Background: an optimization exercise with open tools, aiming at small area and a short achievable clock period. Do not read the settings as production practice. In this exercise RTL edits were held to simulation tests only and were not proved equivalent to the original. No activity file was given, so power comes from the tool's default toggle rates.

### flow/design.v
module jizin_rx (
    input  wire        clk,
    input  wire        rst,
    input  wire        in_valid,
    input  wire [1:0]  in_hdr,
    input  wire [63:0] in_data,
    output reg         dat_valid,
    output wire [63:0] dat_data,
    output reg         frm_valid,
    output reg  [1:0]  frm_status,
    output reg         frm_crc_err,
    output wire [11:0] frm_seq,
    output wire [1:0]  frm_vc,
    output wire        frm_sot,
    output wire        frm_eot,
    output wire [7:0]  frm_len_m1,
    output reg         lc_valid,
    output wire [7:0]  lc_type,
    output wire [39:0] lc_fields,
    output reg         mk_valid,
    output reg         mk_stripe,
    output wire [7:0]  mk_lane,
    output wire [7:0]  mk_epoch,
    output wire [7:0]  mk_mask,
    output wire [11:0] next_rx,
    output reg  [15:0] blk_errs,
    output reg  [15:0] crc_errs,
    output reg  [15:0] frames_rx
);
    localparam [31:0] C_SOF = 32'hF0958FA1;    
    localparam [31:0] K_EOF = 32'h9ADD2096;    
    reg  [57:0]  scr;
    wire [121:0] ext = {in_data, scr};
    wire [63:0]  pay;
    genvar gi;
    generate
        for (gi = 0; gi < 64; gi = gi + 1) begin : g_ds
            assign pay[gi] = ext[58 + gi] ^ ext[19 + gi] ^ ext[gi];
        end
    endgenerate
    always @(posedge clk) begin
        if (rst)
            scr <= {58{1'b1}};
        else if (in_valid)
            scr <= in_data[63:6];
    end
    reg  [63:0] p1;
    reg  [47:0] p2;
    wire        in_frame_nx;
    wire       i_ok   = in_valid & ~rst;
    wire       i_data = (in_hdr == 2'b01);
    wire       i_ctrl = (in_hdr == 2'b10);
    wire [7:0] i_bt   = pay[7:0];
    wire       i_idle = (i_bt == 8'h1E);
    wire       i_mk   = (i_bt == 8'h2D) | (i_bt == 8'h33);
    wire       i_lc   = (i_bt == 8'h4B);
    wire       i_sof  = (i_bt == 8'h78);
    wire       i_eof  = (i_bt == 8'h87);
    reg  is_data, c_idle, c_sof, c_eof, c_lc, c_mk, c_err;
    always @(posedge clk) begin
        p1        <= pay;
        is_data   <= i_ok & i_data;
        c_idle    <= i_ok & i_ctrl & i_idle;
        c_sof     <= i_ok & i_ctrl & i_sof;
        c_eof     <= i_ok & i_ctrl & i_eof;
        c_lc      <= i_ok & i_ctrl & i_lc;
        c_mk      <= i_ok & i_ctrl & i_mk;
        c_err     <= i_ok & ~i_data & ~(i_ctrl & (i_idle | i_mk | i_lc | i_sof | i_eof));
        dat_valid <= i_ok & i_data & in_frame_nx;
        p2        <= p1[55:8];
    end
    assign dat_data = p1;
    wire [7:0] syn8;
    wire crc8_ok  = ~|syn8;
    wire blk_err  = c_err | ((c_lc | c_mk) & ~crc8_ok);
    reg         in_frame;
    reg         f_bad, f_rsvd;
    reg  [4:0]  f_rem;           
    reg         f_got;           
    reg         f_over;          
    reg  [2:0]  f_l3;            
    reg  [31:0] f_crc;
    reg         sof_d;
    reg  [23:0] f_hdr;           
    wire in_dat   = in_frame & is_data;
    wire brk      = in_frame & (c_idle | c_sof);
    wire close    = in_frame & c_eof;
    assign in_frame_nx = c_sof | (in_frame & ~(c_idle | c_eof));
    wire last     = ~f_got & (f_rem == 5'd0);
    wire       rem0     = (f_rem == 5'd0);
    wire [4:0] f_rem_nx = c_sof ? p1[31:27] : (in_dat & ~f_got & ~rem0) ? f_rem - 5'd1 : f_rem;
    wire       f_got_nx = ~c_sof & (f_got | (in_dat & rem0));
    wire [2:0] f_l3_nx  = c_sof ? p1[26:24] : f_l3;
    wire       last_nx  = ~f_got_nx & (f_rem_nx == 5'd0);
    reg  [7:0] m_r;                  
    reg  [3:0] psel;                 
    reg        inj;                  
    generate
        for (gi = 0; gi < 8; gi = gi + 1) begin : g_mr
            always @(posedge clk)
                m_r[gi] <= ~(i_ctrl & i_eof) & ((i_ctrl & i_sof) | ~last_nx | (gi <= f_l3_nx));
        end
        for (gi = 0; gi < 4; gi = gi + 1) begin : g_ps
            always @(posedge clk)
                psel[gi] <= i_ctrl & i_eof & (f_l3_nx[1:0] == (2'd3 - gi));
        end
    endgenerate
    always @(posedge clk)
        inj <= i_data & last_nx & ~f_l3_nx[2];
    wire [63:0] d_msk;
    wire [63:0] x_sh;
    generate
        for (gi = 0; gi < 8; gi = gi + 1) begin : g_dm
            assign d_msk[8*gi +: 8] = p1[8*gi +: 8] & {8{m_r[gi]}};
        end
    endgenerate
    assign x_sh = ({32'd0, f_crc}       & {64{psel[0]}})
                | ({24'd0, f_crc,  8'd0} & {64{psel[1]}})
                | ({16'd0, f_crc, 16'd0} & {64{psel[2]}})
                | ({ 8'd0, f_crc, 24'd0} & {64{psel[3]}});
    wire [63:0] crc_d = d_msk | x_sh;
    wire [31:0] crc_s = ({32{is_data}} & f_crc) | ({32{c_eof}} & p1[39:8]) | ({32{c_sof}} & C_SOF);
    wire [31:0] crc_q = crc_s ^ crc_d[31:0];
    wire [31:0] crc_a = crc_q & {32{~inj}};
    wire [31:0] crc_b = inj ? crc_q : crc_d[63:32];
    wire [31:0] crc_out;             
    wire mc_t0 = crc_a[3] ^ crc_a[13];
    wire mc_t1 = crc_a[4] ^ crc_b[7];
    wire mc_t2 = crc_a[11] ^ crc_a[12];
    wire mc_t3 = crc_a[5] ^ crc_b[0];
    wire mc_t4 = crc_a[6] ^ crc_a[16];
    wire mc_t5 = crc_a[7] ^ crc_b[4];
    wire mc_t6 = crc_a[8] ^ crc_b[5];
    wire mc_t7 = crc_a[9] ^ crc_b[6];
    wire mc_t8 = crc_a[10] ^ crc_b[24];
    wire mc_t9 = crc_a[19] ^ crc_b[2];
    wire mc_t10 = crc_a[27] ^ crc_b[22];
    wire mc_t11 = crc_a[30] ^ crc_b[23];
    wire mc_t12 = crc_b[15] ^ mc_t0;
    wire mc_t13 = crc_a[0] ^ crc_b[3];
    wire mc_t14 = crc_a[1] ^ crc_a[14];
    wire mc_t15 = crc_a[2] ^ crc_a[15];
    wire mc_t16 = crc_a[31] ^ crc_b[29];
    wire mc_t17 = crc_a[17] ^ crc_b[31];
    wire mc_t18 = crc_a[20] ^ crc_b[8];
    wire mc_t19 = crc_a[21] ^ crc_b[9];
    wire mc_t20 = crc_a[22] ^ crc_b[10];
    wire mc_t21 = crc_a[23] ^ crc_b[11];
    wire mc_t22 = crc_a[24] ^ crc_b[12];
    wire mc_t23 = crc_a[25] ^ crc_b[13];
    wire mc_t24 = crc_a[26] ^ crc_b[14];
    wire mc_t25 = crc_b[16] ^ crc_b[28];
    wire mc_t26 = crc_b[17] ^ mc_t3;
    wire mc_t27 = crc_b[18] ^ crc_b[25];
    wire mc_t28 = crc_b[19] ^ crc_b[27];
    wire mc_t29 = crc_b[1] ^ crc_b[26];
    wire mc_t30 = crc_b[30] ^ mc_t5;
    wire mc_t31 = mc_t2 ^ mc_t19;
    wire mc_t32 = crc_a[13] ^ mc_t1;
    wire mc_t33 = crc_a[18] ^ crc_a[29];
    wire mc_t34 = crc_a[28] ^ mc_t24;
    wire mc_t35 = crc_b[20] ^ mc_t9;
    wire mc_t36 = crc_b[31] ^ mc_t6;
    wire mc_t37 = mc_t10 ^ mc_t26;
    wire mc_t38 = mc_t11 ^ mc_t25;
    wire mc_t39 = crc_a[5] ^ mc_t18;
    wire mc_t40 = crc_a[12] ^ mc_t21;
    wire mc_t41 = crc_a[15] ^ mc_t4;
    wire mc_t42 = crc_b[3] ^ mc_t7;
    wire mc_t43 = crc_b[21] ^ mc_t8;
    wire mc_t44 = crc_a[3] ^ crc_a[11];
    wire mc_t45 = crc_a[8] ^ crc_b[30];
    wire mc_t46 = crc_a[9] ^ mc_t17;
    wire mc_t47 = crc_a[16] ^ crc_a[25];
    wire mc_t48 = crc_a[19] ^ mc_t1;
    wire mc_t49 = crc_a[21] ^ mc_t22;
    wire mc_t50 = crc_a[22] ^ mc_t23;
    wire mc_t51 = crc_a[24] ^ mc_t16;
    wire mc_t52 = crc_a[28] ^ crc_b[2];
    wire mc_t53 = crc_b[0] ^ mc_t14;
    wire mc_t54 = crc_b[1] ^ mc_t15;
    wire mc_t55 = crc_b[7] ^ crc_b[26];
    wire mc_t56 = crc_b[28] ^ mc_t13;
    wire mc_t57 = crc_b[29] ^ mc_t20;
    wire mc_t58 = mc_t36 ^ mc_t37;
    wire mc_t59 = crc_a[1] ^ mc_t31;
    wire mc_t60 = crc_a[2] ^ crc_a[10];
    wire mc_t61 = crc_a[4] ^ crc_a[23];
    wire mc_t62 = crc_a[6] ^ mc_t14;
    wire mc_t63 = crc_a[7] ^ crc_b[12];
    wire mc_t64 = crc_a[14] ^ mc_t27;
    wire mc_t65 = crc_a[17] ^ crc_b[5];
    wire mc_t66 = crc_a[18] ^ crc_b[6];
    wire mc_t67 = crc_a[20] ^ mc_t40;
    wire mc_t68 = crc_a[26] ^ mc_t33;
    wire mc_t69 = crc_a[29] ^ mc_t10;
    wire mc_t70 = crc_a[31] ^ crc_b[20];
    wire mc_t71 = crc_b[2] ^ mc_t55;
    wire mc_t72 = crc_b[4] ^ mc_t4;
    wire mc_t73 = crc_b[9] ^ mc_t29;
    wire mc_t74 = crc_b[13] ^ crc_b[22];
    wire mc_t75 = crc_b[14] ^ mc_t2;
    wire mc_t76 = crc_b[15] ^ mc_t58;
    wire mc_t77 = crc_b[17] ^ crc_b[27];
    wire mc_t78 = crc_b[19] ^ mc_t13;
    wire mc_t79 = crc_b[21] ^ mc_t4;
    wire mc_t80 = crc_b[24] ^ mc_t12;
    wire mc_t81 = crc_b[25] ^ mc_t7;
    wire mc_t82 = crc_b[25] ^ mc_t22;
    wire mc_t83 = mc_t8 ^ mc_t48;
    wire mc_t84 = mc_t12 ^ mc_t27;
    wire mc_t85 = mc_t15 ^ mc_t35;
    wire mc_t86 = mc_t16 ^ mc_t43;
    wire mc_t87 = mc_t28 ^ mc_t32;
    wire mc_t88 = crc_a[0] ^ mc_t6;
    wire mc_t89 = crc_a[0] ^ mc_t87;
    wire mc_t90 = crc_a[2] ^ mc_t32;
    wire mc_t91 = crc_a[4] ^ crc_b[11];
    wire mc_t92 = crc_a[6] ^ crc_b[30];
    wire mc_t93 = crc_a[7] ^ crc_b[23];
    wire mc_t94 = crc_a[8] ^ crc_b[10];
    wire mc_t95 = crc_a[9] ^ mc_t38;
    wire mc_t96 = crc_a[11] ^ crc_a[30];
    wire mc_t97 = crc_a[12] ^ mc_t17;
    wire mc_t98 = crc_a[17] ^ mc_t35;
    wire mc_t99 = crc_a[18] ^ mc_t30;
    wire mc_t100 = crc_a[18] ^ mc_t77;
    wire mc_t101 = crc_a[19] ^ mc_t67;
    wire mc_t102 = crc_a[20] ^ mc_t45;
    wire mc_t103 = crc_a[28] ^ mc_t50;
    wire mc_t104 = crc_a[29] ^ mc_t34;
    wire mc_t105 = crc_a[31] ^ crc_b[7];
    wire mc_t106 = crc_b[0] ^ mc_t46;
    wire mc_t107 = crc_b[3] ^ crc_b[8];
    wire mc_t108 = crc_b[5] ^ crc_b[18];
    wire mc_t109 = crc_b[6] ^ mc_t6;
    wire mc_t110 = crc_b[8] ^ crc_b[11];
    wire mc_t111 = crc_b[9] ^ mc_t38;
    wire mc_t112 = crc_b[16] ^ mc_t29;
    wire mc_t113 = crc_b[20] ^ mc_t47;
    wire mc_t114 = crc_b[21] ^ mc_t31;
    wire mc_t115 = crc_b[22] ^ mc_t3;
    wire mc_t116 = crc_b[23] ^ mc_t34;
    wire mc_t117 = crc_b[24] ^ mc_t0;
    wire mc_t118 = crc_b[26] ^ mc_t49;
    wire mc_t119 = crc_b[27] ^ mc_t15;
    wire mc_t120 = crc_b[28] ^ mc_t42;
    wire mc_t121 = mc_t0 ^ mc_t70;
    wire mc_t122 = mc_t1 ^ mc_t52;
    wire mc_t123 = mc_t2 ^ mc_t23;
    wire mc_t124 = mc_t5 ^ mc_t62;
    wire mc_t125 = mc_t8 ^ mc_t39;
    wire mc_t126 = mc_t9 ^ mc_t20;
    wire mc_t127 = mc_t9 ^ mc_t105;
    wire mc_t128 = mc_t11 ^ mc_t18;
    wire mc_t129 = mc_t12 ^ mc_t28;
    wire mc_t130 = mc_t13 ^ mc_t54;
    wire mc_t131 = mc_t14 ^ mc_t30;
    wire mc_t132 = mc_t21 ^ mc_t66;
    wire mc_t133 = mc_t23 ^ mc_t37;
    wire mc_t134 = mc_t25 ^ mc_t42;
    wire mc_t135 = mc_t26 ^ mc_t86;
    wire mc_t136 = mc_t31 ^ mc_t39;
    wire mc_t137 = mc_t33 ^ mc_t56;
    wire mc_t138 = mc_t41 ^ mc_t73;
    wire mc_t139 = mc_t44 ^ mc_t53;
    wire mc_t140 = mc_t50 ^ mc_t82;
    wire mc_t141 = mc_t51 ^ mc_t79;
    wire mc_t142 = mc_t56 ^ mc_t118;
    wire mc_t143 = mc_t57 ^ mc_t81;
    wire mc_t144 = mc_t59 ^ mc_t102;
    wire mc_t145 = mc_t60 ^ mc_t74;
    wire mc_t146 = mc_t63 ^ mc_t85;
    wire mc_t147 = mc_t80 ^ mc_t141;
    wire mc_t148 = mc_t88 ^ mc_t125;
    wire mc_u0 = crc_a[10] ^ mc_t1;
    wire mc_u1 = mc_t10 ^ mc_t112;
    wire mc_u2 = mc_t128 ^ mc_t42;
    wire mc_u3 = mc_t72 ^ mc_u0;
    wire mc_u4 = mc_t139 ^ mc_t98;
    wire mc_u5 = mc_u1 ^ mc_u2;
    wire mc_u6 = mc_u3 ^ mc_u4;
    assign crc_out[0] = mc_u5 ^ mc_u6;
    wire mc_u7 = crc_a[31] ^ crc_b[23];
    wire mc_u8 = mc_t5 ^ mc_t65;
    wire mc_u9 = mc_u7 ^ mc_t100;
    wire mc_u10 = mc_t122 ^ mc_t43;
    wire mc_u11 = mc_u8 ^ mc_t130;
    wire mc_u12 = mc_t136 ^ mc_u10;
    wire mc_u13 = mc_u9 ^ mc_u11;
    assign crc_out[1] = mc_u12 ^ mc_u13;
    wire mc_u14 = crc_b[8] ^ mc_t27;
    wire mc_u15 = mc_t109 ^ mc_t115;
    wire mc_u16 = mc_t117 ^ mc_t126;
    wire mc_u17 = mc_t72 ^ mc_u14;
    wire mc_u18 = mc_t137 ^ mc_t59;
    wire mc_u19 = mc_u15 ^ mc_u16;
    wire mc_u20 = mc_u17 ^ mc_u18;
    assign crc_out[2] = mc_u19 ^ mc_u20;
    wire mc_u21 = mc_t11 ^ mc_t65;
    wire mc_u22 = mc_t73 ^ mc_t78;
    wire mc_u23 = mc_u21 ^ mc_t124;
    wire mc_u24 = mc_t143 ^ mc_t90;
    wire mc_u25 = mc_u22 ^ mc_t101;
    wire mc_u26 = mc_u23 ^ mc_u24;
    assign crc_out[3] = mc_u25 ^ mc_u26;
    wire mc_u27 = crc_b[10] ^ mc_t119;
    wire mc_u28 = mc_t121 ^ mc_t132;
    wire mc_u29 = mc_t49 ^ mc_t71;
    wire mc_u30 = mc_t131 ^ mc_u27;
    wire mc_u31 = mc_u28 ^ mc_u29;
    wire mc_u32 = mc_t148 ^ mc_u30;
    assign crc_out[4] = mc_u31 ^ mc_u32;
    wire mc_u33 = mc_t110 ^ mc_t19;
    wire mc_u34 = mc_t119 ^ mc_t36;
    wire mc_u35 = mc_t48 ^ mc_t79;
    wire mc_u36 = mc_u33 ^ mc_t120;
    wire mc_u37 = mc_t139 ^ mc_t140;
    wire mc_u38 = mc_u34 ^ mc_u35;
    wire mc_u39 = mc_u36 ^ mc_u37;
    assign crc_out[5] = mc_u38 ^ mc_u39;
    wire mc_u40 = crc_a[23] ^ crc_a[27];
    wire mc_u41 = crc_b[3] ^ mc_t24;
    wire mc_u42 = mc_t3 ^ mc_u40;
    wire mc_u43 = mc_t123 ^ mc_t57;
    wire mc_u44 = mc_t62 ^ mc_u41;
    wire mc_u45 = mc_u42 ^ mc_t111;
    wire mc_u46 = mc_u43 ^ mc_u44;
    wire mc_u47 = mc_t146 ^ mc_u45;
    assign crc_out[6] = mc_u46 ^ mc_u47;
    wire mc_u48 = crc_a[27] ^ crc_b[13];
    wire mc_u49 = crc_b[17] ^ mc_t94;
    wire mc_u50 = mc_u48 ^ mc_t30;
    wire mc_u51 = mc_t34 ^ mc_u49;
    wire mc_u52 = mc_t130 ^ mc_t67;
    wire mc_u53 = mc_u50 ^ mc_u51;
    wire mc_u54 = mc_t147 ^ mc_u52;
    assign crc_out[7] = mc_u53 ^ mc_u54;
    wire mc_u55 = crc_b[14] ^ crc_b[16];
    wire mc_u56 = mc_t47 ^ mc_t52;
    wire mc_u57 = mc_t6 ^ mc_t91;
    wire mc_u58 = mc_u55 ^ mc_t30;
    wire mc_u59 = mc_t46 ^ mc_t49;
    wire mc_u60 = mc_t53 ^ mc_t69;
    wire mc_u61 = mc_u56 ^ mc_u57;
    wire mc_u62 = mc_t84 ^ mc_u58;
    wire mc_u63 = mc_u59 ^ mc_u60;
    wire mc_u64 = mc_u61 ^ mc_u62;
    assign crc_out[8] = mc_u63 ^ mc_u64;
    wire mc_u65 = crc_a[1] ^ crc_b[12];
    wire mc_u66 = crc_b[19] ^ crc_b[7];
    wire mc_u67 = mc_t18 ^ mc_t44;
    wire mc_u68 = mc_u65 ^ mc_u66;
    wire mc_u69 = mc_t68 ^ mc_t72;
    wire mc_u70 = mc_u67 ^ mc_u68;
    wire mc_u71 = mc_t103 ^ mc_t85;
    wire mc_u72 = mc_u69 ^ mc_u70;
    wire mc_u73 = mc_u71 ^ mc_u72;
    assign crc_out[9] = mc_t76 ^ mc_u73;
    wire mc_u74 = crc_a[23] ^ mc_t108;
    wire mc_u75 = mc_t5 ^ mc_t145;
    wire mc_u76 = mc_t53 ^ mc_t71;
    wire mc_u77 = mc_u74 ^ mc_t104;
    wire mc_u78 = mc_t114 ^ mc_u75;
    wire mc_u79 = mc_u76 ^ mc_u77;
    assign crc_out[10] = mc_u78 ^ mc_u79;
    wire mc_u80 = crc_a[24] ^ mc_t107;
    wire mc_u81 = mc_t11 ^ mc_t20;
    wire mc_u82 = mc_t109 ^ mc_t54;
    wire mc_u83 = mc_t69 ^ mc_t75;
    wire mc_u84 = mc_u80 ^ mc_u81;
    wire mc_u85 = mc_t129 ^ mc_u82;
    wire mc_u86 = mc_u83 ^ mc_u84;
    assign crc_out[11] = mc_u85 ^ mc_u86;
    wire mc_u87 = crc_a[14] ^ crc_b[4];
    wire mc_u88 = mc_t47 ^ mc_t7;
    wire mc_u89 = mc_t70 ^ mc_u87;
    wire mc_u90 = mc_t122 ^ mc_t40;
    wire mc_u91 = mc_u88 ^ mc_u89;
    wire mc_u92 = mc_t111 ^ mc_t80;
    wire mc_u93 = mc_u90 ^ mc_u91;
    assign crc_out[12] = mc_u92 ^ mc_u93;
    wire mc_u94 = crc_a[14] ^ crc_a[15];
    wire mc_u95 = crc_a[26] ^ crc_a[29];
    wire mc_u96 = crc_b[10] ^ crc_b[16];
    wire mc_u97 = mc_t107 ^ mc_t65;
    wire mc_u98 = mc_u94 ^ mc_u95;
    wire mc_u99 = mc_u96 ^ mc_t32;
    wire mc_u100 = mc_t82 ^ mc_u97;
    wire mc_u101 = mc_u98 ^ mc_u100;
    wire mc_u102 = mc_u99 ^ mc_t135;
    assign crc_out[13] = mc_u101 ^ mc_u102;
    wire mc_u103 = crc_b[30] ^ crc_b[4];
    wire mc_u104 = mc_t110 ^ mc_t66;
    wire mc_u105 = mc_t96 ^ mc_u103;
    wire mc_u106 = mc_t64 ^ mc_u104;
    wire mc_u107 = mc_u105 ^ mc_t138;
    wire mc_u108 = mc_u106 ^ mc_t133;
    assign crc_out[14] = mc_u107 ^ mc_u108;
    wire mc_u109 = crc_b[10] ^ mc_t108;
    wire mc_u110 = mc_t28 ^ mc_t63;
    wire mc_u111 = mc_t127 ^ mc_t97;
    wire mc_u112 = mc_u109 ^ mc_u110;
    wire mc_u113 = mc_t116 ^ mc_t138;
    wire mc_u114 = mc_u111 ^ mc_u112;
    assign crc_out[15] = mc_u113 ^ mc_u114;
    wire mc_u115 = crc_a[11] ^ crc_b[11];
    wire mc_u116 = mc_t29 ^ mc_t33;
    wire mc_u117 = mc_t74 ^ mc_t94;
    wire mc_u118 = mc_u115 ^ mc_u116;
    wire mc_u119 = mc_u117 ^ mc_t124;
    wire mc_u120 = mc_t129 ^ mc_t83;
    wire mc_u121 = mc_t95 ^ mc_u118;
    wire mc_u122 = mc_u119 ^ mc_u120;
    assign crc_out[16] = mc_u121 ^ mc_u122;
    wire mc_u123 = crc_a[14] ^ crc_b[25];
    wire mc_u124 = mc_t16 ^ mc_t77;
    wire mc_u125 = mc_t91 ^ mc_u123;
    wire mc_u126 = mc_t75 ^ mc_u124;
    wire mc_u127 = mc_u125 ^ mc_t95;
    wire mc_u128 = mc_u126 ^ mc_t146;
    wire mc_u129 = mc_t148 ^ mc_u127;
    assign crc_out[17] = mc_u128 ^ mc_u129;
    wire mc_u130 = crc_b[12] ^ crc_b[13];
    wire mc_u131 = crc_b[26] ^ mc_u130;
    wire mc_u132 = mc_t41 ^ mc_u131;
    wire mc_u133 = mc_t120 ^ mc_t84;
    wire mc_u134 = mc_u132 ^ mc_t135;
    wire mc_u135 = mc_t144 ^ mc_u133;
    assign crc_out[18] = mc_u134 ^ mc_u135;
    wire mc_u136 = crc_a[21] ^ mc_t4;
    wire mc_u137 = mc_t112 ^ mc_t145;
    wire mc_u138 = mc_t30 ^ mc_t57;
    wire mc_u139 = mc_t64 ^ mc_t75;
    wire mc_u140 = mc_u136 ^ mc_t106;
    wire mc_u141 = mc_u137 ^ mc_u138;
    wire mc_u142 = mc_u139 ^ mc_t89;
    wire mc_u143 = mc_u140 ^ mc_u141;
    assign crc_out[19] = mc_u142 ^ mc_u143;
    wire mc_u144 = crc_a[22] ^ crc_a[30];
    wire mc_u145 = crc_b[14] ^ mc_u144;
    wire mc_u146 = mc_t41 ^ mc_u145;
    wire mc_u147 = mc_t134 ^ mc_t87;
    wire mc_u148 = mc_t99 ^ mc_u146;
    wire mc_u149 = mc_t101 ^ mc_u147;
    wire mc_u150 = mc_u148 ^ mc_t76;
    assign crc_out[20] = mc_u149 ^ mc_u150;
    wire mc_u151 = crc_a[1] ^ crc_a[7];
    wire mc_u152 = crc_b[18] ^ mc_t16;
    wire mc_u153 = mc_t52 ^ mc_t61;
    wire mc_u154 = mc_t96 ^ mc_u151;
    wire mc_u155 = mc_t12 ^ mc_u152;
    wire mc_u156 = mc_u153 ^ mc_u154;
    wire mc_u157 = mc_u155 ^ mc_u156;
    wire mc_u158 = mc_t142 ^ mc_t58;
    assign crc_out[21] = mc_u157 ^ mc_u158;
    wire mc_u159 = crc_a[16] ^ crc_a[30];
    wire mc_u160 = crc_a[3] ^ crc_b[18];
    wire mc_u161 = mc_t2 ^ mc_t28;
    wire mc_u162 = mc_t45 ^ mc_t55;
    wire mc_u163 = mc_t60 ^ mc_u159;
    wire mc_u164 = mc_u160 ^ mc_t39;
    wire mc_u165 = mc_t51 ^ mc_t69;
    wire mc_u166 = mc_u161 ^ mc_u162;
    wire mc_u167 = mc_u163 ^ mc_t103;
    wire mc_u168 = mc_t98 ^ mc_u164;
    wire mc_u169 = mc_u165 ^ mc_u166;
    wire mc_u170 = mc_u167 ^ mc_u168;
    assign crc_out[22] = mc_u169 ^ mc_u170;
    wire mc_u171 = crc_a[25] ^ mc_t28;
    wire mc_u172 = mc_t61 ^ mc_t92;
    wire mc_u173 = mc_t121 ^ mc_t128;
    wire mc_u174 = mc_t34 ^ mc_u171;
    wire mc_u175 = mc_u172 ^ mc_t106;
    wire mc_u176 = mc_t114 ^ mc_t137;
    wire mc_u177 = mc_u173 ^ mc_u174;
    wire mc_u178 = mc_u175 ^ mc_u176;
    assign crc_out[23] = mc_u177 ^ mc_u178;
    wire mc_u179 = mc_t17 ^ mc_t20;
    wire mc_u180 = mc_t93 ^ mc_t68;
    wire mc_u181 = mc_t71 ^ mc_u179;
    wire mc_u182 = mc_t134 ^ mc_t136;
    wire mc_u183 = mc_u180 ^ mc_u181;
    wire mc_u184 = mc_t147 ^ mc_u182;
    assign crc_out[24] = mc_u183 ^ mc_u184;
    wire mc_u185 = crc_b[2] ^ mc_t21;
    wire mc_u186 = mc_t29 ^ mc_t93;
    wire mc_u187 = mc_t100 ^ mc_t113;
    wire mc_u188 = mc_t117 ^ mc_u185;
    wire mc_u189 = mc_u186 ^ mc_t143;
    wire mc_u190 = mc_u187 ^ mc_u188;
    wire mc_u191 = mc_t144 ^ mc_u189;
    assign crc_out[25] = mc_u190 ^ mc_u191;
    wire mc_u192 = crc_a[26] ^ crc_b[27];
    wire mc_u193 = mc_t45 ^ mc_u192;
    wire mc_u194 = mc_t126 ^ mc_t40;
    wire mc_u195 = mc_t43 ^ mc_t46;
    wire mc_u196 = mc_t64 ^ mc_u193;
    wire mc_u197 = mc_t90 ^ mc_u194;
    wire mc_u198 = mc_u195 ^ mc_u196;
    wire mc_u199 = mc_t142 ^ mc_u197;
    assign crc_out[26] = mc_u198 ^ mc_u199;
    wire mc_u200 = crc_b[1] ^ crc_b[29];
    wire mc_u201 = mc_t17 ^ mc_t3;
    wire mc_u202 = mc_u200 ^ mc_t132;
    wire mc_u203 = mc_t35 ^ mc_t38;
    wire mc_u204 = mc_t41 ^ mc_u201;
    wire mc_u205 = mc_t140 ^ mc_u202;
    wire mc_u206 = mc_u203 ^ mc_u204;
    wire mc_u207 = mc_t89 ^ mc_u205;
    assign crc_out[27] = mc_u206 ^ mc_u207;
    wire mc_u208 = mc_t22 ^ mc_t24;
    wire mc_u209 = mc_t44 ^ mc_t61;
    wire mc_u210 = mc_t7 ^ mc_t38;
    wire mc_u211 = mc_u208 ^ mc_u209;
    wire mc_u212 = mc_t86 ^ mc_t99;
    wire mc_u213 = mc_u210 ^ mc_u211;
    wire mc_u214 = mc_t133 ^ mc_u212;
    assign crc_out[28] = mc_u213 ^ mc_u214;
    wire mc_u215 = crc_b[1] ^ mc_t27;
    wire mc_u216 = mc_t92 ^ mc_t123;
    wire mc_u217 = mc_t51 ^ mc_u215;
    wire mc_u218 = mc_t116 ^ mc_t83;
    wire mc_u219 = mc_u216 ^ mc_u217;
    wire mc_u220 = mc_u218 ^ mc_u219;
    assign crc_out[29] = mc_t76 ^ mc_u220;
    wire mc_u221 = crc_a[30] ^ crc_a[5];
    wire mc_u222 = crc_b[22] ^ mc_u221;
    wire mc_u223 = mc_t113 ^ mc_t78;
    wire mc_u224 = mc_t97 ^ mc_u222;
    wire mc_u225 = mc_t104 ^ mc_t131;
    wire mc_u226 = mc_t83 ^ mc_t84;
    wire mc_u227 = mc_u223 ^ mc_u224;
    wire mc_u228 = mc_u225 ^ mc_u226;
    assign crc_out[30] = mc_u227 ^ mc_u228;
    wire mc_u229 = crc_a[10] ^ crc_a[16];
    wire mc_u230 = crc_b[21] ^ mc_u229;
    wire mc_u231 = mc_t115 ^ mc_t12;
    wire mc_u232 = mc_t127 ^ mc_t36;
    wire mc_u233 = mc_t54 ^ mc_t68;
    wire mc_u234 = mc_t78 ^ mc_t81;
    wire mc_u235 = mc_u230 ^ mc_u231;
    wire mc_u236 = mc_u232 ^ mc_u233;
    wire mc_u237 = mc_u234 ^ mc_u235;
    assign crc_out[31] = mc_u236 ^ mc_u237;
    wire c8_t0 = p1[11] ^ p1[18];
    wire c8_t1 = p1[12] ^ p1[23];
    wire c8_t2 = p1[13] ^ p1[30];
    wire c8_t3 = p1[14] ^ p1[28];
    wire c8_t4 = p1[15] ^ p1[29];
    wire c8_t5 = p1[32] ^ p1[34];
    wire c8_t6 = p1[33] ^ p1[44];
    wire c8_t7 = p1[45] ^ p1[47];
    wire c8_t8 = p1[46] ^ c8_t2;
    wire c8_t9 = p1[8] ^ c8_t5;
    wire c8_t10 = p1[9] ^ c8_t6;
    wire c8_t11 = p1[10] ^ c8_t7;
    wire c8_t12 = p1[16] ^ c8_t3;
    wire c8_t13 = p1[17] ^ p1[54];
    wire c8_t14 = p1[19] ^ c8_t8;
    wire c8_t15 = p1[22] ^ c8_t4;
    wire c8_t16 = p1[24] ^ c8_t1;
    wire c8_t17 = p1[39] ^ c8_t0;
    wire c8_t18 = p1[20] ^ p1[27];
    wire c8_t19 = p1[21] ^ p1[25];
    wire c8_t20 = p1[26] ^ p1[35];
    wire c8_t21 = p1[31] ^ p1[40];
    wire c8_t22 = p1[36] ^ p1[38];
    wire c8_t23 = p1[37] ^ p1[48];
    wire c8_t24 = p1[41] ^ p1[43];
    wire c8_t25 = p1[42] ^ p1[50];
    wire c8_t26 = p1[49] ^ c8_t16;
    wire c8_t27 = p1[51] ^ p1[52];
    wire c8_t28 = p1[53] ^ c8_t11;
    wire c8_t29 = p1[54] ^ c8_t17;
    wire c8_t30 = p1[55] ^ c8_t9;
    wire c8_t31 = c8_t10 ^ c8_t12;
    wire c8_t32 = c8_t13 ^ c8_t15;
    wire c8_t33 = c8_t14 ^ c8_t21;
    wire c8_t34 = c8_t18 ^ c8_t27;
    wire c8_t35 = c8_t23 ^ c8_t29;
    wire c8_u0 = p1[23] ^ p1[28];
    wire c8_u1 = p1[35] ^ p1[44];
    wire c8_u2 = p1[56] ^ c8_u0;
    wire c8_u3 = c8_u1 ^ c8_u2;
    wire c8_u4 = c8_t30 ^ c8_u3;
    wire c8_u5 = c8_t33 ^ c8_t35;
    assign syn8[0] = c8_u4 ^ c8_u5;
    wire c8_u6 = p1[20] ^ p1[29];
    wire c8_u7 = p1[41] ^ p1[57];
    wire c8_u8 = c8_t22 ^ c8_t5;
    wire c8_u9 = c8_t7 ^ c8_u6;
    wire c8_u10 = c8_u7 ^ c8_t8;
    wire c8_u11 = c8_u8 ^ c8_u9;
    wire c8_u12 = c8_t26 ^ c8_t31;
    wire c8_u13 = c8_u10 ^ c8_u11;
    wire c8_u14 = c8_t35 ^ c8_u12;
    assign syn8[1] = c8_u13 ^ c8_u14;
    wire c8_u15 = p1[38] ^ p1[40];
    wire c8_u16 = p1[48] ^ p1[58];
    wire c8_u17 = c8_t0 ^ c8_t13;
    wire c8_u18 = c8_t19 ^ c8_t25;
    wire c8_u19 = c8_t3 ^ c8_t4;
    wire c8_u20 = c8_t6 ^ c8_u15;
    wire c8_u21 = c8_u16 ^ c8_t11;
    wire c8_u22 = c8_u17 ^ c8_u18;
    wire c8_u23 = c8_u19 ^ c8_u20;
    wire c8_u24 = c8_t26 ^ c8_u21;
    wire c8_u25 = c8_u22 ^ c8_u23;
    assign syn8[2] = c8_u24 ^ c8_u25;
    wire c8_u26 = p1[12] ^ p1[25];
    wire c8_u27 = p1[26] ^ p1[45];
    wire c8_u28 = p1[49] ^ p1[50];
    wire c8_u29 = p1[51] ^ p1[59];
    wire c8_u30 = c8_t24 ^ c8_u26;
    wire c8_u31 = c8_u27 ^ c8_u28;
    wire c8_u32 = c8_u29 ^ c8_t15;
    wire c8_u33 = c8_t17 ^ c8_u30;
    wire c8_u34 = c8_u31 ^ c8_t14;
    wire c8_u35 = c8_t30 ^ c8_u32;
    wire c8_u36 = c8_u33 ^ c8_u34;
    assign syn8[3] = c8_u35 ^ c8_u36;
    wire c8_u37 = p1[14] ^ p1[47];
    wire c8_u38 = p1[60] ^ c8_t20;
    wire c8_u39 = c8_t25 ^ c8_u37;
    wire c8_u40 = c8_t10 ^ c8_t16;
    wire c8_u41 = c8_t34 ^ c8_u38;
    wire c8_u42 = c8_u39 ^ c8_u40;
    wire c8_u43 = c8_u41 ^ c8_t33;
    assign syn8[4] = c8_u42 ^ c8_u43;
    wire c8_u44 = p1[13] ^ p1[15];
    wire c8_u45 = p1[31] ^ p1[36];
    wire c8_u46 = p1[61] ^ c8_t19;
    wire c8_u47 = c8_t24 ^ c8_u44;
    wire c8_u48 = c8_u45 ^ c8_t12;
    wire c8_u49 = c8_t34 ^ c8_t9;
    wire c8_u50 = c8_u46 ^ c8_u47;
    wire c8_u51 = c8_t28 ^ c8_u48;
    wire c8_u52 = c8_u49 ^ c8_u50;
    assign syn8[5] = c8_u51 ^ c8_u52;
    wire c8_u53 = p1[11] ^ p1[21];
    wire c8_u54 = p1[32] ^ p1[37];
    wire c8_u55 = p1[42] ^ p1[46];
    wire c8_u56 = p1[52] ^ p1[53];
    wire c8_u57 = p1[62] ^ c8_t20;
    wire c8_u58 = c8_u53 ^ c8_u54;
    wire c8_u59 = c8_u55 ^ c8_u56;
    wire c8_u60 = c8_u57 ^ c8_u58;
    wire c8_u61 = c8_u59 ^ c8_t31;
    wire c8_u62 = c8_t32 ^ c8_u60;
    assign syn8[6] = c8_u61 ^ c8_u62;
    wire c8_u63 = p1[18] ^ p1[27];
    wire c8_u64 = p1[30] ^ p1[33];
    wire c8_u65 = p1[34] ^ p1[43];
    wire c8_u66 = p1[55] ^ p1[63];
    wire c8_u67 = c8_t1 ^ c8_t22;
    wire c8_u68 = c8_u63 ^ c8_u64;
    wire c8_u69 = c8_u65 ^ c8_u66;
    wire c8_u70 = c8_u67 ^ c8_u68;
    wire c8_u71 = c8_u69 ^ c8_t28;
    wire c8_u72 = c8_t32 ^ c8_u70;
    assign syn8[7] = c8_u71 ^ c8_u72;
    wire ld_crc  = c_sof | close | (in_dat & ~f_got);
    always @(posedge clk) begin
        if (rst)
            in_frame <= 1'b0;
        else
            in_frame <= in_frame_nx;
        sof_d <= c_sof;
        if (sof_d)
            f_hdr <= p2[23:0];
        if (ld_crc)
            f_crc <= crc_out;
        if (c_sof) begin
            f_bad  <= 1'b0;
            f_rsvd <= |p1[63:32];
            f_over <= 1'b0;
        end else begin
            if (in_frame & blk_err)
                f_bad <= 1'b1;
            if (in_dat & f_got)
                f_over <= 1'b1;
        end
        f_rem <= f_rem_nx;
        f_got <= f_got_nx;
        f_l3  <= f_l3_nx;
    end
    assign frm_seq    = f_hdr[11:0];
    assign frm_vc     = f_hdr[13:12];
    assign frm_sot    = f_hdr[14];
    assign frm_eot    = f_hdr[15];
    assign frm_len_m1 = f_hdr[23:16];
    always @(posedge clk) begin
        lc_valid  <= ~rst & c_lc & crc8_ok;
        mk_valid  <= ~rst & c_mk & crc8_ok;
        mk_stripe <= p1[1];
    end
    assign lc_type   = p2[7:0];
    assign lc_fields = p2[47:8];
    assign mk_lane   = p2[7:0];
    assign mk_epoch  = p2[15:8];
    assign mk_mask   = p2[23:16];
    reg chk;
    reg be_d;
    wire        count_ok = f_got & ~f_over;
    wire        crc_fail = count_ok & (f_crc != K_EOF);
    wire        bad      = f_bad | f_rsvd | ~count_ok | crc_fail;
    wire [11:0] sq       = frames_rx[11:0] + ~f_hdr[11:0];    
    wire        seq_eq   = &sq;
    wire        seq_dup  = ~|sq[11:8];
    always @(posedge clk) begin
        chk  <= ~rst & close;
        be_d <= ~rst & blk_err;
        frm_valid   <= ~rst & (brk | chk);
        frm_status  <= (brk | bad) ? 2'd2 : seq_eq ? 2'd0 : seq_dup ? 2'd1 : 2'd3;
        frm_crc_err <= ~brk & crc_fail;
        if (rst) begin
            blk_errs  <= 16'd0;
            crc_errs  <= 16'd0;
            frames_rx <= 16'd0;
        end else begin
            blk_errs  <= blk_errs + {15'd0, be_d};
            crc_errs  <= crc_errs + {15'd0, frm_valid & frm_crc_err};
            frames_rx <= frames_rx + {15'd0, frm_valid & (frm_status == 2'd0)};
        end
    end
    assign next_rx = frames_rx[11:0];
endmodule
### flow/flow/run.sh
#!/bin/bash
# Standard ORFS layout (standard.sh) with timing repair aimed at a setup
# margin, small port buffers, larger clock-sink clusters and a smaller die.
# ORFS writes each step's log under orfs/logs; make's own output goes to
# standard.log.
bash standard.sh \
  SETUP_SLACK_MARGIN=7.8 \
  CORE_UTILIZATION=60 PLACE_DENSITY=0.66 \
  "BUFFER_PORTS_ARGS=-buffer_cell sky130_fd_sc_hd__buf_1" \
  CTS_CLUSTER_SIZE=30 CTS_CLUSTER_DIAMETER=100 \
  finish > standard.log 2>&1
### flow/standard.sh
#!/bin/bash
# synth_recipe.tcl (not shown) runs the flow's synth.tcl, then flattens the netlist and writes it again
# the make line also repeats each setting of config.mk as NAME=value (left out here)
make -C /OpenROAD-flow-scripts/flow DESIGN_CONFIG=/design/flow/config.mk WORK_HOME=/design/flow/orfs CLKGATE_MAP_FILE= SYNTH_SCRIPT=/design/flow/synth_recipe.tcl "${@:-finish}"
### flow/config.mk
export PLATFORM = sky130hd
export DESIGN_NAME = jizin_rx
export DESIGN_NICKNAME = jizin_rx
export VERILOG_FILES = /design/flow/design.v
export SDC_FILE = /design/flow/constraint.sdc
export NUM_CORES = 4
export LEC_CHECK = 0
export CAP_MARGIN = 20
export CORE_MARGIN = 2
export CORE_UTILIZATION = 40
export SLEW_MARGIN = 20
### flow/constraint.sdc
create_clock -name core_clock -period 11.5 [get_ports {clk}]
set_input_delay 2.3000 -clock core_clock [delete_from_list [all_inputs] [get_ports {clk}]]
set_output_delay 2.3000 -clock core_clock [all_outputs]
set_load 0.01 [all_outputs]
==> summary.txt <==
| Item | This run | Unit |
|:---|:---|:---|
| Peak VDD IR | 0.289 | mV |
| WS Path Type | flip-flop to output port | - |
| Post-synthesis cell area | 0.0201 | mm^2 |
| Hold WC Path Type | flip-flop to flip-flop | - |
| Result of the run | complete, no violations | - |
| Share of post-route cells with drive strength above 1 | 10.1 | % |
| Critical path's top delay family | flip-flops | - |
| Number of buffer and inverter instances along the worst setup path | 1 | - |
| Clock tree from TritonCTS | built | - |
| Number of flops mapped to enable cells by yosys | 57 | - |
| Remaining DRCs | 0 | - |
| Largest fanout on the critical path | 6 | - |
| Final Hold Viols | 0 | - |
| Share of synthesized registers carrying an async set or reset | 0 | % |
| Routability cong. | 1.06 | - |
| Start point of the worst min-delay path | chk | - |
| Total count of max-transition violations in the final report | 0 | - |
| DRC marker count from the first detailed-route iteration | 2380 | - |
| Maximum cell stage delay along the critical path | 0.65 | ns |
| Startpoint of the lowest-slack register-to-register path | psel[2] | - |
| Startpoint types | flip-flop | - |
| Routed vias | 16.2k | - |
| Count of buffers from port buffering | 296 | - |
| Post-route minimum period | 3.68 | ns |
| Headroom to the max-slew limit | 29.4 | % |
| Final worst-path setup slack | 7.82 | ns |
| Antenna violations before repair | 0 | - |
| Die Ht | 187 | um |
| Cell row count | 67 | - |
| Post-synthesis register bit count | 318 | - |
| Antenna violation net count after detailed routing | 0 | - |
| Count of inserted antenna diode cells | 0 | - |
| Total negative slack | 0 | ns |
| Area added between synthesis and finish | 10.3 | % |
| Transition time of the tightest slew-check pin | 1.06 | ns |
| Die W | 187 | um |
| Distinct cells, synth | 92 | - |
| Yosys warns | 1 | - |
| RSZ-0062 raised after global routing | true | - |
| Final worst path period share | 32.0 | % |
| Core Footprint | 0.0333 | mm^2 |
| Final WL | 66.3 | mm |
| Top-level I/O count | 297 | - |
| Maximum number of buffers from clock root to sink | 3 | - |
| Drt first pass iters | 9 | - |
| Total power | 0.00635 | W |
| Signal arrival time at the worst endpoint | 1.38 | ns |
| Global-route wire length before repair | 96.2 | mm |
| Post-Synthesis Net Count | 2091 | - |
| Post-CTS clock slew at the launch and capture registers of the worst setup and hold paths | 0.12 | ns |
| Total Die Area | 0.0350 | mm^2 |
| Final non-filler cell total | 2681 | - |
| Setup violation total in the final timing report | 0 | - |
| Required time of the critical path | 9.20 | ns |
| Mean post-synth cell area | 10.0 | um^2 |
| Gr usage total | 36.6 | % |
| Instance count after placement with tap cells included | 2638 | - |
| Leakage power | 8.05 | nW |
| Clock root cell | sky130_fd_sc_hd__clkbuf_16 | - |
| Drt wl/cell | 24.7 | um |
| Detail Placement HPWL | 50.7 | mm |
| Worst slack, placed | 7.15 | ns |
| Hold-fix buffers, CTS | 0 | - |
| Cell Pwr Density | 286 | mW/mm^2 |
| Standard cell with the maximum stage delay on the critical path | sky130_fd_sc_hd__dfxtp_1 | - |
| Max cap viols | 0 | - |
| Clock latency at the later pin of the worst-skew pair | 0.54 | ns |
| Initial Util | 60.4 | % |
| Post-Route Skew | 0.0423 | ns |
| Via/cell ratio | 6.04 | - |
| F_max | 0.271 | GHz |
| Net count reported at finish | 2315 | - |
| TritonCTS Sinks | 318 | - |
| Primary FF master, synth | sky130_fd_sc_hd__dfxtp_1 | - |
| Clock buffer count from CTS | 15 | - |
| Maximum number of pins on one net before global-route repair | 107 | - |
| Vias in the first global route | 15.2k | - |
| Number of levels in the clock H-tree | 1 | - |
| Critical path endpoint category | output port | - |
| Total congestion overflow after global routing | 0 | - |
| Share of the yosys chip area belonging to registers | 34.5 | % |
| Number of instances in the synthesized netlist | 2002 | - |
| Worst setup path start | p1[39] | - |
| Cell breakdown of the critical path | buf_1 | - |
==> what timing repair did <==
| action | CTS | global route |
|---|---|---|
| gates cloned | 0 | 0 |
| hold endpoints to repair | 0 | 0 |
| setup endpoints to repair | 47 | 45 |
| pin swaps | 1 | 10 |
| resized for setup | 30 | 43 |
| setup buffers | 3 | 16 |
==> placed cells by master, fill, tap and decap left out, types with 20 or more instances in the layout <==
cell type                  instances
sky130_fd_sc_hd__dfxtp_2          30
sky130_fd_sc_hd__inv_1            38
sky130_fd_sc_hd__o21ai_1          23
sky130_fd_sc_hd__a22oi_1          24
sky130_fd_sc_hd__o21ai_0          26
sky130_fd_sc_hd__dfxtp_1         230
sky130_fd_sc_hd__xnor2_2          38
sky130_fd_sc_hd__xnor2_1         506
sky130_fd_sc_hd__nor2b_1          69
sky130_fd_sc_hd__and3_1           20
sky130_fd_sc_hd__buf_4            33
sky130_fd_sc_hd__nand2_1          84
sky130_fd_sc_hd__edfxtp_1         57
sky130_fd_sc_hd__xor2_1          141
sky130_fd_sc_hd__nor2_1          110
sky130_fd_sc_hd__a21oi_1          48
sky130_fd_sc_hd__a222oi_1         32
sky130_fd_sc_hd__nand3_1          30
sky130_fd_sc_hd__a211o_1          61
sky130_fd_sc_hd__buf_1           293
==> per-layer routing <==
metal | part of all wire (%) | GRT usage [%] | vias up
li1 | - | - | 7258
met1 | 41 | 50.7 | 7675
met2 | 42 | 54.9 | 1054
met3 | 12 | 7.94 | 216
met4 | 5.1 | 16.4 | 0
met5 | 0 | 0 | -
==> registers in the layout (all words and copies together), names as in the netlist, 2 cells and up <==
| register | cells |
|---|---|
| scr | 58 |
| p2 | 48 |
| p1 | 64 |
| crc_errs | 16 |
| frm_status | 2 |
| psel | 4 |
| f_hdr | 24 |
| m_r | 8 |
| f_rem | 5 |
| frames_rx | 16 |
| blk_errs | 16 |
| f_l3 | 3 |
| f_crc | 32 |
==> synth_stat cells (all sizes together) (10+ instances only) <==
cell type	instances	area, um^2
dfxtp	261	5230
clkbuf	47	176
a22o	14	123
nand2	84	315
nor2	116	450
nor2b	69	432
a22oi	25	193
a222oi	32	320
and3	20	125
mux2i	19	278
nand3	31	160
a21oi	51	274
buf	84	556
inv	39	146
o21ai	56	299
a21o	10	75.1
a221oi	26	343
xor2	157	1500
edfxtp	57	1710
nor3	12	65.1
xnor2	551	5080
nand2b	10	62.6
nand4	15	93.8
ha	19	238
nor4	10	62.6
a211o	62	543
==> final timing paths <==
path / endpoint / slack [ns] / cells after the start
hold / removal: frm_valid / 0.44 / 2
setup / recovery: dat_data[39] / 7.82 / 1
hold reg to reg: frm_valid / 0.44 / 2
setup reg to reg: f_crc[14] / 7.84 / 10
==> power by group <==
group          leakage (nW)  internal [W]  switching, W
Sequential             2.68       0.00142      0.000178
Combinational          5.15       0.00188       0.00224
Clock                 0.220      0.000256      0.000372
==> through the flow <==
stage,util (%),hold slack [ns],instance area [um^2]
after floorplan,-,0.392,20100
after global placement,63.7,0.417,21200
after detailed placement,63.7,0.426,21200
after CTS,65.5,0.442,21800
after global routing,66.6,0.476,22200
final,66.6,0.438,22200
==> logic make-up (layout without fill, tap and decap cells) <==
logic type,Yosys count,in the layout,share of synthesized area [%]
xor+xnor,718,718,33.9
simple gates,418,418,10.8
compound gates,332,332,13.4
flops,318,318,34.5
buf+inv,171,402,4.39
mux,25,25,1.74
fa+ha+maj,20,20,1.28
==> cell type report <==
cell class / count / area, um^2
sequential: 318 / 6980
timing repair buffer: 338 / 1500
clock inverter: 4 / 63.8
multi-input combinational: 1513 / 12500
tap: 448 / 561
clock buffer: 20 / 394
fill: 2790 / 11100
inverter: 40 / 150

re-timing with driven ports:
The flow's constraints put no driver on any port. The routed layout listed below was extracted and timed again, unchanged, in two steps.
Step 1 (the two cells are an assumption about what drives the block):
set clk [get_ports {clk}]
set_driving_cell -lib_cell sky130_fd_sc_hd__clkbuf_16 $clk
set_driving_cell -lib_cell sky130_fd_sc_hd__buf_2 [delete_from_list [all_inputs] $clk]
Step 2 times the ports against the registers' clock, not the clock port: input delays grow and output delays shrink by t, the midpoint of the rising clock arrivals with the driver on.
a / b / c = no drivers / after step 1 / after step 2; a / b = the first two.
t (ns): 0.571
setup WS [ns]: 7.816 / 7.760 / 7.332
worst setup path at the end: input to register
worst register clock-pin slew, ns: 0.12 / 0.12
After both steps this run still meets setup and hold. The setup slack of this run moves by -0.056 ns with the drivers and by -0.484 ns with both steps.
